This is an optimization exercise on Yosys and OpenROAD, whose aim is small area, a short achievable clock period and few clock cycles per item, not a production implementation.
Only simulation tests tie the RTL to the original design; equivalence was not proved.
No activity file was given, so power comes from the tool's default toggle rates.

==> flow/design.v, too long to show whole: its modules and the start of the top module <==
// module maccol: 6925 lines
// module maccol_fa: 4 lines
module maccol (
    input  wire         clk,
    input  wire         rst,           
    input  wire         in_valid,
    output wire         in_ready,
    input  wire         int4,
    input  wire [255:0] a,
    input  wire [255:0] b,
    input  wire [31:0]  acc_in,
    output reg          out_valid,
    output reg  [31:0]  acc_out,
    output reg          acc_sat
);
  // ...
==> flow/flow/run.sh <==
#!/bin/bash
# The standard layout, with the port buffers made from the smallest plain
# buffer (every input and output port still gets its own buffer).
set -euo pipefail
export BUFFER_PORTS_ARGS="-buffer_cell sky130_fd_sc_hd__buf_1"
bash standard.sh > orfs_make.log 2>&1
==> flow/standard.sh <==
#!/bin/bash
# synth_recipe.tcl (not shown) runs the flow's synth.tcl, then flattens the netlist and writes it again
# the make line also repeats each setting of config.mk as NAME=value (left out here)
make -C /OpenROAD-flow-scripts/flow DESIGN_CONFIG=/design/flow/config.mk WORK_HOME=/design/flow/orfs CLKGATE_MAP_FILE= SYNTH_SCRIPT=/design/flow/synth_recipe.tcl "${@:-finish}"
==> flow/config.mk <==
export PLATFORM = sky130hd
export DESIGN_NAME = maccol
export DESIGN_NICKNAME = maccol
export VERILOG_FILES = /design/flow/design.v
export SDC_FILE = /design/flow/constraint.sdc
export NUM_CORES = 4
export LEC_CHECK = 0
export CAP_MARGIN = 20
export CORE_MARGIN = 2
export CORE_UTILIZATION = 65
export SLEW_MARGIN = 60
export SYNTH_HIERARCHICAL = 1
==> flow/constraint.sdc <==
create_clock -name core_clock -period 20.0 [get_ports {clk}]
set_input_delay 4.0000 -clock core_clock [delete_from_list [all_inputs] [get_ports {clk}]]
set_output_delay 4.0000 -clock core_clock [all_outputs]
set_load 0.01 [all_outputs]
==> results.yml, run 1 <==
outcome:
  status: "timing/DRC/antenna clean"
power_and_ir_drop:
  p_int_mw: 8.760
  p_clk_share_pct: 9.9
  clock_net_power_mw: 1.79
  ir_worst_vdd_v: 0.0004016
  total_power_mw: 18.01
timing:
  rsz0062_at_grt: "no"
  hold_viol: 0
  setup_viol: 0
  tightest_slew_ps: 862.7
drt:
  detail-route-antenna-nets: 0
  top_layer: "met5"
  first_iter_violations: 10291
clock_tree:
  post_cts_buffers: 0
  cts.clk_slew.worst_paths_ps: 70
layout:
  buffer_area_share_pct: 2.927
  layout_commonest_cell: "nand2_1"
  area_delta_synth_final_pct: 7.474
  multi_input_area_share_pct: 68.14
  largest_class: "multi-input gates"
  inverters: 98
  n_antenna_cell: 32
place:
  detailedPlace.worstSlack_ps: 14870
  place_area_um2: 72240
logic_synthesis:
  synth_top_family_by_area: "adder cells"
  yosys_most_used_dff: "dfxtp_1"
  synthArstFlopShare_pct: 0
  synth_fa_ha_area_share_pct: 59.75
  syn_area_um2: 70240
  synth_cells: 5895
  ys_ff_latch: 823
worst_setup_path:
  cp.required_ps: 20620
  cp-startpoint: "ra[4]"
  worst_path_max_delay_cell: "fa_1"
die:
  fp.dieW_um: 332.7
global_routing:
  top_usage_layer: "met2"
Testbench counts, summed over its fixed seeds: cycles 32,032, items 32,000.
==> run 2: changes to the inputs <==
==> flow/flow/run.sh (replaced) <==
#!/bin/bash
# The standard layout, with two changes to how it is made:
#  - the port buffers are the smallest plain buffer (every input and output
#    port still gets its own buffer);
#  - the clock tree is built from clkbuf_8 cells, without dummy loads.
set -euo pipefail
export BUFFER_PORTS_ARGS="-buffer_cell sky130_fd_sc_hd__buf_1"
export CTS_ARGS="-sink_clustering_enable -repair_clock_nets -dont_use_dummy_load -buf_list sky130_fd_sc_hd__clkbuf_8"
bash standard.sh > orfs_make.log 2>&1
==> results.yml, run 2 <==
place:
  detailedPlace.worstSlack_ps: 14870
  place_area_um2: 72240
  place_inst: 7351
  hpwl_um: 296200
  gp_congestion: 1.247
  placement.io_buffers: 581
power_and_ir_drop:
  p_leak_nw: 26.08
  ir_worst_vdd_v: 0.0003950
  power_density_nw_per_um2: 233.8
  total_power_mw: 17.36
worst_setup_path:
  worst_path_max_delay_cell: "dfxtp_1"
  cpLargestDelayFamily: "flip-flops"
  slowest_delay_ps: 330
  cp_max_fo: 1
  endpoint_kind: "primary output"
  cp.required_ps: 16000
  start_kind: "flop"
  cp_num_buf_inv: 1
  path_cells: "buf_1"
  setup.worst_path.class: "flop to primary output"
  cp.arrival_ps: 1390
die:
  rows: 120
  ios: 583
  core_area_um2: 107100
  dieArea_um2: 110700
  fp.dieW_um: 332.7
  initial_core_util_pct: 65.61
  dieHeight_um: 332.7
clock_tree:
  cts.clk_slew.worst_paths_ps: 60
  cts_tree: "built"
  cts_buffers: 136
  ctsResizeCount: 0
  htreeDepth: 4
  cts.sinks: 823
  clock_latency_ps: 910
  cts_buffer_depth: 3
  post_cts_buffers: 0
  clk_root_buffer_cell: "clkbuf_8"
  cts-hold-fix-buffers: 0
timing:
  tns_ps: 0
  skew_ps: 98.25
  rsz0062_at_grt: "no"
  fin_hold_ws_ps: 307.9
  setup_viol: 0
  period_share_pct: 26.95
  fin_ws_ps: 14610
  tightest_slew_ps: 722.8
  hold_viol: 0
  fmaxAchievable_mhz: 185.6
  slew_headroom_pct: 51.76
  min_period_ps: 5389
  finalMaxSlewViolations: 0
logic_synthesis:
  synth_edf_count: 0
  ys_top_cells_by_count: "nand2_1 (2094), fa_1 (2069), dfxtp_1 (823)"
  syn_area_um2: 70240
  synth_most_common_cell: "nand2_1"
  avgSynthCellArea_um2: 11.92
  ys_top_cells_by_area: "fa_1 (59%), dfxtp_1 (23%), nand2_1 (11%), clkbuf_1 (2.8%), ha_1 (0.78%)"
  synth_top_area_share_pct: 58.97
  synth_fp_nets: 8556
  synth_top_area_cell: "fa_1"
  yosys_most_used_dff: "dfxtp_1"
  synth_cells: 5895
  synthArstFlopShare_pct: 0
  synth_warnings: 7
  ys_ff_latch: 823
  synth.yosys.seq_area_share_pct: 23.46
  yosysUniqueCellTypes: 59
drt:
  viasPerCell: 7.147
  first_iter_violations: 9906
  vias: 53737
  detail-route-antenna-nets: 0
  drtPass1Iterations: 13
  drc: 0
  wl_per_cell_um: 46.41
  drt_wl_total_um: 349000
layout:
  mostFrequentLayoutCells: "nand2_1 (2094), fa_1 (2062), dfxtp_1 (789), buf_1 (581), clkbuf_8 (137)"
  nets: 8747
  n_fill_cell: 7592
  largestRegisters: "ra: 256 flops, rb: 256 flops"
  stdcell_count: 7519
  area_delta_synth_final_pct: 5.700
  layout_commonest_cell: "nand2_1"
  design_area_um2: 74250
  drive_above_1_share_pct: 3.567
  postLayoutCoreUtil_pct: 69.35
global_routing:
  grt-ovfl-total: 0
  grt.total_usage_pct: 65.04
  grt_first_pass_wirelength_um: 465100
  grt_pass1_vias: 56011
  grt_antenna_before_repair: 19
  grt_max_degree: 78
worst_hold_path:
  hold_path.class: "flop to flop"
outcome:
  status: "timing/DRC/antenna clean"
job:
  maxCapViolCount: 0
-- run 2: cell types whose count changed in the layout (fill, tap and decap cells not counted), sizes merged --
cell / before / now
clkinv: 21 / 0
clkbuf: 118 / 137
bufinv: 11 / 0
inv: 106 / 98
clkinvlp: 5 / 0
-- run 2: cell type report --
| type | instances | area, µm² | share of cell area [%] |
|---|---|---|---|
| timing repair buffer | 584 | 2210 | 2.976 |
| multi-input combinational | 4443 | 51440 | 69.29 |
| antenna | 32 | 80.08 | 0.1079 |
| clock buffer | 136 | 1872 | 2.521 |
| inverter | 98 | 367.9 | 0.4955 |
| sequential | 823 | 16520 | 22.25 |
| tap | 1403 | 1755 | 2.364 |
-- run 2: cells by family (layout without fill, tap and decap cells) --
logic type                 after synthesis  in the layout  synth area share [%]
and+or+nand+nor                       2213           2213                 12.19
buffers and inverters                  629            818                 3.367
muxes                                    2              2               0.03028
adders and majority gates             2113           2113                 59.75
DFF                                    823            823                 23.46
AOI/OAI and AO/OA                       92             92                0.9263
xor gates and xnor gates                22             22                0.2743
other                                    1             33              0.005339
-- run 2: worst paths after layout --
path | cells after the start | start | slack (ps) | endpoint
max | 1 | acc_out[14] | 14610 | acc_out[14]
min | 0 | rm | 310 | rm1_6050
max reg2reg | 8 | ra[4] | 14740 | q1_5962
min reg2reg | 0 | rm | 310 | rm1_6050
-- run 2: routing by layer --
metal / track usage [%] / routed length, µm / up-vias
li1: - / - / 17757
met1: 69.51 / 97880 / 26716
met2: 83.80 / 132300 / 6942
met3: 43.70 / 69550 / 2294
met4: 62.34 / 48240 / 28
met5: 6.991 / 999 / -
-- run 2: modules after synthesis, one instance, submodules excluded --
module,area (µm²),cells
maccol_fa,20.02,1
maccol,28840,3827
-- run 2: report_power, final --
part           switching, mW  internal, mW
combinational           8.02          5.43
sequential             0.354          2.29
clock                  0.662         0.597
==> run 3: changes to the inputs <==
==> flow/flow/run.sh (replaced) <==
#!/bin/bash
# The standard layout, with two changes to how it is made:
#  - the port buffers are the smallest plain buffer (every input and output
#    port still gets its own buffer);
#  - the clock tree uses larger sink clusters and no dummy loads.
set -euo pipefail
export BUFFER_PORTS_ARGS="-buffer_cell sky130_fd_sc_hd__buf_1"
export CTS_ARGS="-sink_clustering_enable -repair_clock_nets -dont_use_dummy_load -sink_clustering_size 30 -sink_clustering_max_diameter 80"
bash standard.sh > orfs_make.log 2>&1
==> results.yml, run 3 <==
clock_tree:
  clock_latency_ps: 750
  cts-hold-fix-buffers: 0
  cts_buffers: 46
  htreeDepth: 2
  post_cts_buffers: 0
  cts_tree: "built"
  cts.sinks: 823
  ctsResizeCount: 0
  clk_root_buffer_cell: "clkbuf_16"
  cts_buffer_depth: 3
  cts.clk_slew.worst_paths_ps: 110
logic_synthesis:
  synthArstFlopShare_pct: 0
  synth.yosys.seq_area_share_pct: 23.46
  ys_ff_latch: 823
  synth_fp_nets: 8556
  yosysUniqueCellTypes: 59
  avgSynthCellArea_um2: 11.92
  ys_top_cells_by_area: "fa_1 (59%), dfxtp_1 (23%), nand2_1 (11%), clkbuf_1 (2.8%), ha_1 (0.78%)"
  synth_top_area_cell: "fa_1"
  yosys_most_used_dff: "dfxtp_1"
  syn_area_um2: 70240
  synth_cells: 5895
  synth_warnings: 7
  synth_most_common_cell: "nand2_1"
  ys_top_cells_by_count: "nand2_1 (2094), fa_1 (2069), dfxtp_1 (823)"
  synth_edf_count: 0
  synth_top_area_share_pct: 58.97
place:
  gp_congestion: 1.247
  placement.io_buffers: 581
  place_area_um2: 72240
  place_inst: 7351
  hpwl_um: 296200
layout:
  design_area_um2: 73470
  drive_above_1_share_pct: 2.085
  area_delta_synth_final_pct: 4.603
  n_fill_cell: 7735
  stdcell_count: 7410
  layout_commonest_cell: "nand2_1"
  nets: 8657
  mostFrequentLayoutCells: "nand2_1 (2094), fa_1 (2062), dfxtp_1 (791), buf_1 (581), inv_1 (97)"
  largestRegisters: "ra: 256 flops, rb: 256 flops"
drt:
  drt_wl_total_um: 345900
  viasPerCell: 7.127
  drc: 0
  vias: 52808
  drtPass1Iterations: 11
  wl_per_cell_um: 46.68
  first_iter_violations: 9383
  detail-route-antenna-nets: 0
worst_setup_path:
  slowest_delay_ps: 930
  setup.worst_path.class: "flop to flop"
  path_common_cell: "fa_1"
  path_cells: "nand2_1 -> fa_1 -> fa_1 -> fa_1 -> fa_1 -> fa_1 -> fa_1 -> fa_1"
  cp_max_fo: 8
  worst_path_max_delay_cell: "fa_1"
  cp.arrival_ps: 5810
  endpoint_kind: "flop"
  cp.required_ps: 20550
  start_kind: "flop"
timing:
  finalMaxSlewViolations: 0
  min_period_ps: 5258
  period_share_pct: 26.29
  rsz0062_at_grt: "no"
  fmaxAchievable_mhz: 190.2
  tightest_slew_ps: 736.7
  hold_viol: 0
  tns_ps: 0
  setup_viol: 0
  slew_headroom_pct: 50.82
  skew_ps: 114.6
global_routing:
  grt_antenna_before_repair: 18
  grt.total_usage_pct: 64.30
  grt_max_degree: 78
  grt_pass1_vias: 55255
  grt-ovfl-total: 0
  grt_first_pass_wirelength_um: 460400
power_and_ir_drop:
  power_density_nw_per_um2: 231.9
  ir_worst_vdd_v: 0.0004012
  p_leak_nw: 25.67
die:
  initial_core_util_pct: 65.61
  fp.dieW_um: 332.7
  dieArea_um2: 110700
  dieHeight_um: 332.7
  ios: 583
  core_area_um2: 107100
  rows: 120
worst_hold_path:
  hold_path.class: "flop to flop"
job:
  maxCapViolCount: 0
outcome:
  status: "timing/DRC/antenna clean"
run 3: cells by family (layout without fill, tap and decap cells):
group / Yosys count / after routing / share of synthesized area [%]
simple gates: 2213 / 2213 / 12.19
fa+ha+maj: 2113 / 2113 / 59.75
flops: 823 / 823 / 23.46
buf+inv: 629 / 728 / 3.367
compound gates: 92 / 92 / 0.9263
xor+xnor: 22 / 22 / 0.2743
mux: 2 / 2 / 0.03028
other cells: 1 / 14 / 0.005339
run 3: modules after synthesis (local to each module, per instance):
module     area (µm²)  cells  times used
maccol          28840   3827           1
maccol_fa       20.02      1        2068
run 3: metrics by stage:
step	hold WS [ps]	setup WS, ps	total power [mW]	util [%]
2_1_floorplan	309.6	15670	9.424	-
3_3_place_gp	311.0	14780	14.40	67.45
3_5_place_dp	312.8	14870	15.10	67.48
4_1_cts	334.0	14760	16.04	68.56
5_1_grt	337.3	14710	17.51	68.61
6_report	330.8	14740	17.04	68.63
run 3: final cells by class:
| cell class | instances | area, µm² | share of cell area (%) |
|---|---|---|---|
| Timing Repair Buffer | 584 | 2210 | 3.007 |
| Sequential cell | 823 | 16520 | 22.48 |
| Clock buffer | 46 | 1151 | 1.567 |
| Inverter | 98 | 367.9 | 0.5007 |
| Antenna cell | 13 | 32.53 | 0.04428 |
| Tap cell | 1403 | 1755 | 2.389 |
| Multi-Input combinational cell | 4443 | 51440 | 70.01 |
run 3: worst max-delay path, delay by kind of cell, from the launching register on:
family	cells	cell delay [ps]
flops	1	730
simple gates	1	210
fa+ha+maj	7	4120
run 3: path summary, 6_finish.rpt:
check                               from  endpoint  slack [ps]  cells after the start
worst max-delay path              rb[22]   q1_5931       14740                      8
worst min-delay path            racc[31]   q1_5910         330                      0
worst max register to register    rb[22]   q1_5931       14740                      8
worst min register to register  racc[31]   q1_5910         330                      0
run 3: power breakdown:
group	switching [mW]	internal, mW	total (mW)
Clock	0.572	0.407	0.979
Combinational	7.99	5.43	13.4
Sequential	0.351	2.29	2.64
run 3: per-layer routing:
layer | up-vias | global-route usage [%] | wire, µm
li1 | 17549 | - | -
met1 | 26423 | 69.49 | 97630
met2 | 6583 | 83.14 | 131000
met3 | 2227 | 41.97 | 68100
met4 | 26 | 60.90 | 47860
met5 | - | 8.684 | 1331
==> run 4: changes to the inputs <==
--- a/flow/config.mk
+++ b/flow/config.mk
@@ -9,3 +9,3 @@
 export CORE_MARGIN = 2
-export CORE_UTILIZATION = 65
+export CORE_UTILIZATION = 72
 export SLEW_MARGIN = 60
==> results.yml, run 4 <==
place:
  placement.io_buffers: 581
  gp_congestion: 1.331
  hpwl_um: 278700
  place_inst: 7224
die:
  fp.dieW_um: 316.3
  initial_core_util_pct: 72.63
  ios: 583
  rows: 114
  dieHeight_um: 316.3
logic_synthesis:
  synth_most_common_cell: "nand2_1"
  synth_fp_nets: 8556
  syn_area_um2: 70240
  synth_edf_count: 0
  yosys_most_used_dff: "dfxtp_1"
  yosysUniqueCellTypes: 59
  ys_top_cells_by_count: "nand2_1 (2094), fa_1 (2069), dfxtp_1 (823)"
  synth_cells: 5895
  synth_top_area_share_pct: 58.97
  synthArstFlopShare_pct: 0
  ys_ff_latch: 823
  synth.yosys.seq_area_share_pct: 23.46
  synth_top_area_cell: "fa_1"
  ys_top_cells_by_area: "fa_1 (59%), dfxtp_1 (23%), nand2_1 (11%), clkbuf_1 (2.8%), ha_1 (0.78%)"
  synth_warnings: 7
  avgSynthCellArea_um2: 11.92
clock_tree:
  cts.sinks: 823
  post_cts_buffers: 0
  cts_buffer_depth: 3
  clk_root_buffer_cell: "clkbuf_16"
  cts-hold-fix-buffers: 0
  htreeDepth: 2
  cts_buffers: 45
  ctsResizeCount: 0
outcome:
  status: "aborted with a tool error"
  stop_stage: "global routing"
  stop_error: "[ERROR GRT-0116] Global routing finished with congestion. Check the congestion regions in the DRC Viewer."
global_routing:
  grt_max_degree: 78
## run 4: cell counts after synthesis
No cell type changed its count.
## run 4: worst min path at each step
stage | start | end | slack, ps | depth (start not counted)
after detailed placement | q1_5908 | q2_6619 | 310 | 0
after CTS | q1_5908 | q2_6619 | 340 | 0
after floorplan | racc[31] | q1_5910 | 310 | 0
after global placement | q1_5910 | q2_6621 | 310 | 0
## run 4: per-module statistics from Yosys (local to each module, per instance)
module,flops+latches,area [µm²],cells,copies in the design
maccol,823,28840,3827,1
maccol_fa,0,20.02,1,2068
## run 4: cell families after synthesis
| kind of cell | Yosys count | share of synthesized area [%] |
|---|---|---|
| fa+ha+maj | 2113 | 59.75 |
| flops | 823 | 23.46 |
| mux | 2 | 0.03028 |
| xor+xnor | 22 | 0.2743 |
| simple gates | 2213 | 12.19 |
| compound gates | 92 | 0.9263 |
| other cells | 1 | 0.005339 |
| buf+inv | 629 | 3.367 |
## run 4: through the flow
step / worst slack (ps) / total power [mW] / instance area, µm²
after floorplan: 15670 / 9.424 / 70240
after global placement: 14890 / 14.06 / 72050
after detailed placement: 15090 / 14.59 / 72080
after CTS: 14770 / 15.60 / 73200
## run 4: power groups by stage
stage               Sequential (mW)  Combinational [mW]  Clock, mW
floorplan                      2.44                6.98          0
global placement               2.62                11.4          0
detailed placement             2.63                12.0          0
CTS                            2.60                12.1      0.942

==> port drivers added, routing unchanged <==
The flow's constraints put no driver on any port. The routed layouts listed below were extracted and timed again, unchanged, in two steps.
Step 1 assumes that a clkbuf_16 drives the clock port and a buf_2 every other input.
Step 2 moves the port delays by t, midway between the first and last clock arrival at a register: inputs arrive t later, outputs are due t later. That takes back most of the time a late clock gives input paths.
a / b / c = ideal ports / drivers / drivers and shift; a / b = the first two.
run	t (ns)	slack for setup (ns)	worst data-port slew with drivers (ns)
run 1	0.831	14.755 / 14.679 / 14.755	0.11
run 2	0.945	14.611 / 14.524 / 14.743	0.11
run 3	0.781	14.742 / 14.668 / 14.742	0.11
After both steps every run listed still meets setup and hold.
